Source: an optimization exercise on an open RTL-to-GDS flow (aim: small area, a short achievable clock period and few clock cycles per item). Production flows keep margins and buffers that such runs may drop.
Power is estimated from default activity; no workload was simulated.

==> module w40_s1, before the edit <==
module w40_s1 #(parameter CK = 1) (
    input  wire        is_int,
    input  wire [63:0] a,
    input  wire [63:0] b,
    output wire [30:0] m_a,      
    output wire [30:0] m_b,      
    output wire        x34,      
    output wire        y34,
    output wire        a_big,    
    output wire [31:0] hs,       
    output wire [6:0]  hcy       
);
    wire        sa = a[39];
    wire        sb = b[39];
    wire [8:0]  ea = a[38:30];
    wire [8:0]  eb = b[38:30];
    wire [29:0] fa = a[29:0];
    wire [29:0] fb = b[29:0];
    wire a_max = &ea;
    wire b_max = &eb;
    wire a_fz  = ~|fa;
    wire b_fz  = ~|fb;
    wire a_nan = a_max & ~a_fz;
    wire b_nan = b_max & ~b_fz;
    wire a_inf = a_max & a_fz;
    wire b_inf = b_max & b_fz;
    wire sp    = a_max | b_max;
    wire nan   = a_nan | b_nan | (a_inf & b_inf & (sa ^ sb));
    wire of_op = a_inf | b_inf;
    wire a_ez = ~|ea;
    wire b_ez = ~|eb;
    wire [8:0] xa = {ea[8:1], ea[0] | a_ez};
    wire [8:0] xb = {eb[8:1], eb[0] | b_ez};
    wire ge;
    pfx_add #(.N(39), .KIND(CK)) u_cmp (
        .x(a[38:0]), .y(~b[38:0]), .ci(1'b1), .s(), .co(ge));
    wire eq  = &(a[38:0] ~^ b[38:0]);
    wire sub = sa ^ sb;
    assign a_big = is_int | ge;
    wire z   = eq & (sub | a_ez & a_fz);
    wire sgn_a = sp ? (a_inf ? sa : sb) : z ? (sa & sb) : sa;
    wire sgn_b = sp ? (a_inf ? sa : sb) : z ? (sa & sb) : sb;
    wire [8:0] dab, dba;
    pfx_add #(.N(9), .KIND(2)) u_dab (.x(xa), .y(~xb), .ci(1'b1), .s(dab), .co());
    pfx_add #(.N(9), .KIND(2)) u_dba (.x(xb), .y(~xa), .ci(1'b1), .s(dba), .co());
    wire       bab = ({1'b0, xa[8:6]} >= {1'b0, xb[8:6]} + 4'd2) |
                     (xa[8:6] == xb[8:6] + 3'd1) & (xa[5] | ~xb[5]);
    wire       bba = ({1'b0, xb[8:6]} >= {1'b0, xa[8:6]} + 4'd2) |
                     (xb[8:6] == xa[8:6] + 3'd1) & (xb[5] | ~xa[5]);
    assign m_a = {is_int ? a[30] : ~a_ez, fa};
    assign m_b = {is_int ? b[30] : ~b_ez, fb};
    assign x34 = is_int ? a[31] : nan;
    assign y34 = is_int ? b[31] : of_op;
    wire [31:0] hsum;
    wire [6:0]  hc;
    genvar q;
    generate
        for (q = 0; q < 8; q = q + 1) begin : g_hs
            wire [4:0] t = {1'b0, a[32+4*q +: 4]} + {1'b0, b[32+4*q +: 4]};
            assign hsum[4*q +: 4] = t[3:0];
            if (q < 7) begin : g_c
                assign hc[q] = t[4];
            end
        end
    endgenerate
    assign hs  = is_int ? hsum
                        : {xb[7:0], xa, bba, dba[5:0], sub, bab, dab[5:0]};
    assign hcy = is_int ? hc : {4'd0, sgn_b, sgn_a, xb[8]};
endmodule
==> module w40_s2, before the edit <==
module w40_s2 #(parameter AK = 1) (
    input  wire        is_int,
    input  wire [30:0] m_a,
    input  wire [30:0] m_b,
    input  wire        x34,
    input  wire        y34,
    input  wire        a_big,
    input  wire [31:0] hs,
    input  wire [6:0]  hcy,
    output wire [66:0] sum
);
    wire [5:0] d   = (a_big ? hs[5:0] : hs[13:8]) & {6{~is_int}};
    wire       big = (a_big ? hs[6] : hs[14]) & ~is_int;
    wire       sub = hs[7] & ~is_int;
    wire [8:0] xa  = hs[23:15];
    wire [8:0] xb  = {hcy[0], hs[31:24]};
    wire [8:0] x_l = a_big ? xa : xb;
    wire       sgn = a_big ? hcy[1] : hcy[2];
    wire       sp  = (&xa) | (&xb);
    wire [31:0] hi  = is_int ? hs : {11'd0, y34, x34, sp, sgn, x_l, sub, 7'd0};
    wire [6:0]  hc  = hcy & {7{is_int}};
    wire        x34i = x34 & is_int;
    wire        y34i = y34 & is_int;
    wire [30:0] m_l = a_big ? m_a : m_b;
    wire [30:0] m_s = a_big ? m_b : m_a;
    reg  [30:0] lost;
    integer j;
    always @(*)
        for (j = 0; j < 31; j = j + 1)
            lost[j] = big | (d >= j + 3);
    wire        sticky = |(m_s & lost);
    wire [33:0] shr    = big ? 34'd0 : ({m_s, 3'b000} >> d);
    wire [33:0] s_al   = {shr[33:1], sticky};
    wire c35;
    pfx_add #(.N(35), .KIND(AK)) u_add (
        .x({x34i, m_l, 3'b000}), .y({y34i, s_al ^ {34{sub}}}), .ci(sub),
        .s(sum[34:0]), .co(c35));
    reg  [6:0] gc, pc;
    integer k;
    always @(*) begin
        gc[0] = hc[0];
        pc[0] = &hi[3:0];
        for (k = 1; k < 7; k = k + 1) begin
            gc[k] = hc[k] | (&hi[4*k +: 4]) & gc[k-1];
            pc[k] = (&hi[4*k +: 4]) & pc[k-1];
        end
    end
    wire [7:0] ci = {gc | pc & {7{c35}}, c35};
    genvar q;
    generate
        for (q = 0; q < 8; q = q + 1) begin : g_inc
            assign sum[35+4*q +: 4] = hi[4*q +: 4] + {3'd0, ci[q]};
        end
    endgenerate
endmodule
==> module red_combine, before the edit <==
module red_combine (
    input  wire        clk,
    input  wire        rst,
    input  wire        in_valid,
    input  wire        in_int,
    input  wire [63:0] in_a,
    input  wire [63:0] in_b,
    output reg         out_valid,
    output reg  [63:0] out_sum,
    output reg  [1:0]  out_flags
);
    wire [30:0] m_a, m_b;
    wire        x34, y34, a_big;
    wire [6:0]  hcy;
    wire [31:0] hs;
    w40_s1 u_s1 (
        .is_int(in_int), .a(in_a), .b(in_b), .m_a(m_a), .m_b(m_b),
        .x34(x34), .y34(y34), .a_big(a_big), .hs(hs), .hcy(hcy)
    );
    reg        v1, int1, x34_1, y34_1, a_big1;
    reg [6:0]  hcy1;
    reg [30:0] m_a1, m_b1;
    reg [31:0] hs1;
    always @(posedge clk) begin
        if (rst) v1 <= 1'b0;
        else     v1 <= in_valid;
        int1   <= in_int;
        m_a1   <= m_a;
        m_b1   <= m_b;
        x34_1  <= x34;
        y34_1  <= y34;
        a_big1 <= a_big;
        hs1    <= hs;
        hcy1   <= hcy;
    end
    wire [66:0] sum;
    w40_s2 u_s2 (
        .is_int(int1), .m_a(m_a1), .m_b(m_b1), .x34(x34_1), .y34(y34_1),
        .a_big(a_big1), .hs(hs1), .hcy(hcy1), .sum(sum)
    );
    reg        v2, int2;
    reg [66:0] sum2;
    always @(posedge clk) begin
        if (rst) v2 <= 1'b0;
        else     v2 <= v1;
        int2 <= int1;
        sum2 <= sum;
    end
    wire [63:0] res;
    wire [1:0]  flg;
    w40_s3 u_s3 (.is_int(int2), .sum(sum2), .out_sum(res), .out_flags(flg));
    always @(posedge clk) begin
        if (rst) out_valid <= 1'b0;
        else     out_valid <= v2;
        out_sum   <= res;
        out_flags <= flg;
    end
endmodule
Settings: LEC_CHECK=0, ABC_AREA=1, CAP_MARGIN=20, CORE_MARGIN=2, CORE_UTILIZATION=40, SLEW_MARGIN=20; clock period 18.0 ns.
standard.sh (not shown) runs the stock make flow with config.mk's settings and CLKGATE_MAP_FILE= SYNTH_SCRIPT=/design/flow/synth_recipe.tcl, a recipe that flattens the netlist after the stock synthesis.
==> flow/flow/run.sh <==
#!/bin/bash
# The standard layout (standard.sh: ORFS synthesis through finish), with
# three changes:
#  - synthesis leaves adders to ABC: ADDER_MAP_FILE is empty, so Yosys does
#    not extract half and full adder cells before ABC maps the logic.  The
#    synthesis script, the registers and everything else are unchanged;
#  - the input and output ports get sky130_fd_sc_hd__buf_2 port buffers in
#    place of the cell buffer_ports picks by default;
#  - ORFS's timing repair (after floorplan, CTS and global routing) aims for
#    a setup slack of MARGIN ns, not 0: the constraints and clock period stay
#    the design's, the repair only works harder.
# make's full output goes to std_flow.log here; ORFS keeps each step's log
# under orfs/logs.
set -euo pipefail
MARGIN=12.5
bash standard.sh "ADDER_MAP_FILE=" "SETUP_SLACK_MARGIN=$MARGIN" \
    "BUFFER_PORTS_ARGS=-buffer_cell sky130_fd_sc_hd__buf_2" finish > std_flow.log 2>&1
Next try:
--- a/flow/design.v
+++ b/flow/design.v
@@ -111,13 +111,13 @@
     input  wire [63:0] a,
     input  wire [63:0] b,
     output wire [30:0] m_a,      
     output wire [30:0] m_b,      
     output wire        x34,      
     output wire        y34,
-    output wire        a_big,    
+    output wire        gt2,      
     output wire [31:0] hs,       
     output wire [6:0]  hcy       
 );
     wire        sa = a[39];
     wire        sb = b[39];
     wire [8:0]  ea = a[38:30];
@@ -136,18 +136,25 @@
     wire nan   = a_nan | b_nan | (a_inf & b_inf & (sa ^ sb));
     wire of_op = a_inf | b_inf;
     wire a_ez = ~|ea;
     wire b_ez = ~|eb;
     wire [8:0] xa = {ea[8:1], ea[0] | a_ez};
     wire [8:0] xb = {eb[8:1], eb[0] | b_ez};
-    wire ge;
-    pfx_add #(.N(39), .KIND(CK)) u_cmp (
-        .x(a[38:0]), .y(~b[38:0]), .ci(1'b1), .s(), .co(ge));
-    wire eq  = &(a[38:0] ~^ b[38:0]);
+    wire gt2_c, gt1, ge0;
+    pfx_add #(.N(13), .KIND(CK)) u_c2 (
+        .x(a[38:26]), .y(~b[38:26]), .ci(1'b0), .s(), .co(gt2_c));
+    pfx_add #(.N(13), .KIND(CK)) u_c1 (
+        .x(a[25:13]), .y(~b[25:13]), .ci(1'b0), .s(), .co(gt1));
+    pfx_add #(.N(13), .KIND(CK)) u_c0 (
+        .x(a[12:0]), .y(~b[12:0]), .ci(1'b1), .s(), .co(ge0));
+    wire eq2 = &(a[38:26] ~^ b[38:26]);
+    wire eq1 = &(a[25:13] ~^ b[25:13]);
+    wire eq0 = &(a[12:0] ~^ b[12:0]);
+    wire eq  = eq2 & eq1 & eq0;
     wire sub = sa ^ sb;
-    assign a_big = is_int | ge;
+    assign gt2 = ~is_int & gt2_c;
     wire z   = eq & (sub | a_ez & a_fz);
     wire sgn_a = sp ? (a_inf ? sa : sb) : z ? (sa & sb) : sa;
     wire sgn_b = sp ? (a_inf ? sa : sb) : z ? (sa & sb) : sb;
     wire [8:0] dab, dba;
     pfx_add #(.N(9), .KIND(2)) u_dab (.x(xa), .y(~xb), .ci(1'b1), .s(dab), .co());
     pfx_add #(.N(9), .KIND(2)) u_dba (.x(xb), .y(~xa), .ci(1'b1), .s(dba), .co());
@@ -170,25 +177,26 @@
                 assign hc[q] = t[4];
             end
         end
     endgenerate
     assign hs  = is_int ? hsum
                         : {xb[7:0], xa, bba, dba[5:0], sub, bab, dab[5:0]};
-    assign hcy = is_int ? hc : {4'd0, sgn_b, sgn_a, xb[8]};
+    assign hcy = is_int ? hc : {1'd0, ge0, eq1, gt1, eq2, sgn_b, sgn_a, xb[8]};
 endmodule
 module w40_s2 #(parameter AK = 1) (
     input  wire        is_int,
     input  wire [30:0] m_a,
     input  wire [30:0] m_b,
     input  wire        x34,
     input  wire        y34,
-    input  wire        a_big,
+    input  wire        gt2,
     input  wire [31:0] hs,
     input  wire [6:0]  hcy,
     output wire [66:0] sum
 );
+    wire a_big = is_int | gt2 | hcy[3] & (hcy[4] | hcy[5] & hcy[6]);
     wire [5:0] d   = (a_big ? hs[5:0] : hs[13:8]) & {6{~is_int}};
     wire       big = (a_big ? hs[6] : hs[14]) & ~is_int;
     wire       sub = hs[7] & ~is_int;
     wire [8:0] xa  = hs[23:15];
     wire [8:0] xb  = {hcy[0], hs[31:24]};
     wire [8:0] x_l = a_big ? xa : xb;
@@ -292,39 +300,39 @@
     input  wire [63:0] in_b,
     output reg         out_valid,
     output reg  [63:0] out_sum,
     output reg  [1:0]  out_flags
 );
     wire [30:0] m_a, m_b;
-    wire        x34, y34, a_big;
+    wire        x34, y34, gt2;
     wire [6:0]  hcy;
     wire [31:0] hs;
     w40_s1 u_s1 (
         .is_int(in_int), .a(in_a), .b(in_b), .m_a(m_a), .m_b(m_b),
-        .x34(x34), .y34(y34), .a_big(a_big), .hs(hs), .hcy(hcy)
+        .x34(x34), .y34(y34), .gt2(gt2), .hs(hs), .hcy(hcy)
     );
-    reg        v1, int1, x34_1, y34_1, a_big1;
+    reg        v1, int1, x34_1, y34_1, gt2_1;
     reg [6:0]  hcy1;
     reg [30:0] m_a1, m_b1;
     reg [31:0] hs1;
     always @(posedge clk) begin
         if (rst) v1 <= 1'b0;
         else     v1 <= in_valid;
         int1   <= in_int;
         m_a1   <= m_a;
         m_b1   <= m_b;
         x34_1  <= x34;
         y34_1  <= y34;
-        a_big1 <= a_big;
+        gt2_1 <= gt2;
         hs1    <= hs;
         hcy1   <= hcy;
     end
     wire [66:0] sum;
     w40_s2 u_s2 (
         .is_int(int1), .m_a(m_a1), .m_b(m_b1), .x34(x34_1), .y34(y34_1),
-        .a_big(a_big1), .hs(hs1), .hcy(hcy1), .sum(sum)
+        .gt2(gt2_1), .hs(hs1), .hcy(hcy1), .sum(sum)
     );
     reg        v2, int2;
     reg [66:0] sum2;
     always @(posedge clk) begin
         if (rst) v2 <= 1'b0;
         else     v2 <= v1;
=> Clock power grows by 15%; global-route usage came out higher by 0.25 points; non-clock buffer count increases by 2; total power came out higher by 8.5%; flip-flop and latch count is unchanged; fmax hardly moves; design area grows by 1.8%; hold slack loses 4.4 ps.
Function was not checked in any run of this note: the RTL went through the layout flow alone.

afterwards: timing with drivers on the ports:
The results above use ideal ports. As a check the final layouts listed here were re-extracted and re-timed, cells and wires unchanged. Step 1 sets driving cells, clkbuf_16 on the clock port and buf_2 on the other inputs (assumed; they add their load-dependent delay and slew). Step 2, shift: input delay + t, output delay - t, t = (earliest + latest rising clock arrival at the registers) / 2. This alone moves slack from input paths to output paths. Slacks: no drivers / after step 1 / after step 2; pairs: no drivers / after step 1.
run | t (ns) | setup slack, ns | worst setup path at the end | slew at the worst register clock pin (ns) | pins driven straight from the clock port
the first run | 0.639 | 12.649 / 12.674 / 12.034 | input to register | 0.07 / 0.07 | 1
the second run | 0.635 | 12.652 / 12.683 / 12.048 | input to register | 0.07 / 0.07 | 1
After both steps every run listed still meets setup and hold. For the first run, which loses most, drivers alone change the setup slack by +0.025 ns; drivers and shift together by -0.615 ns.
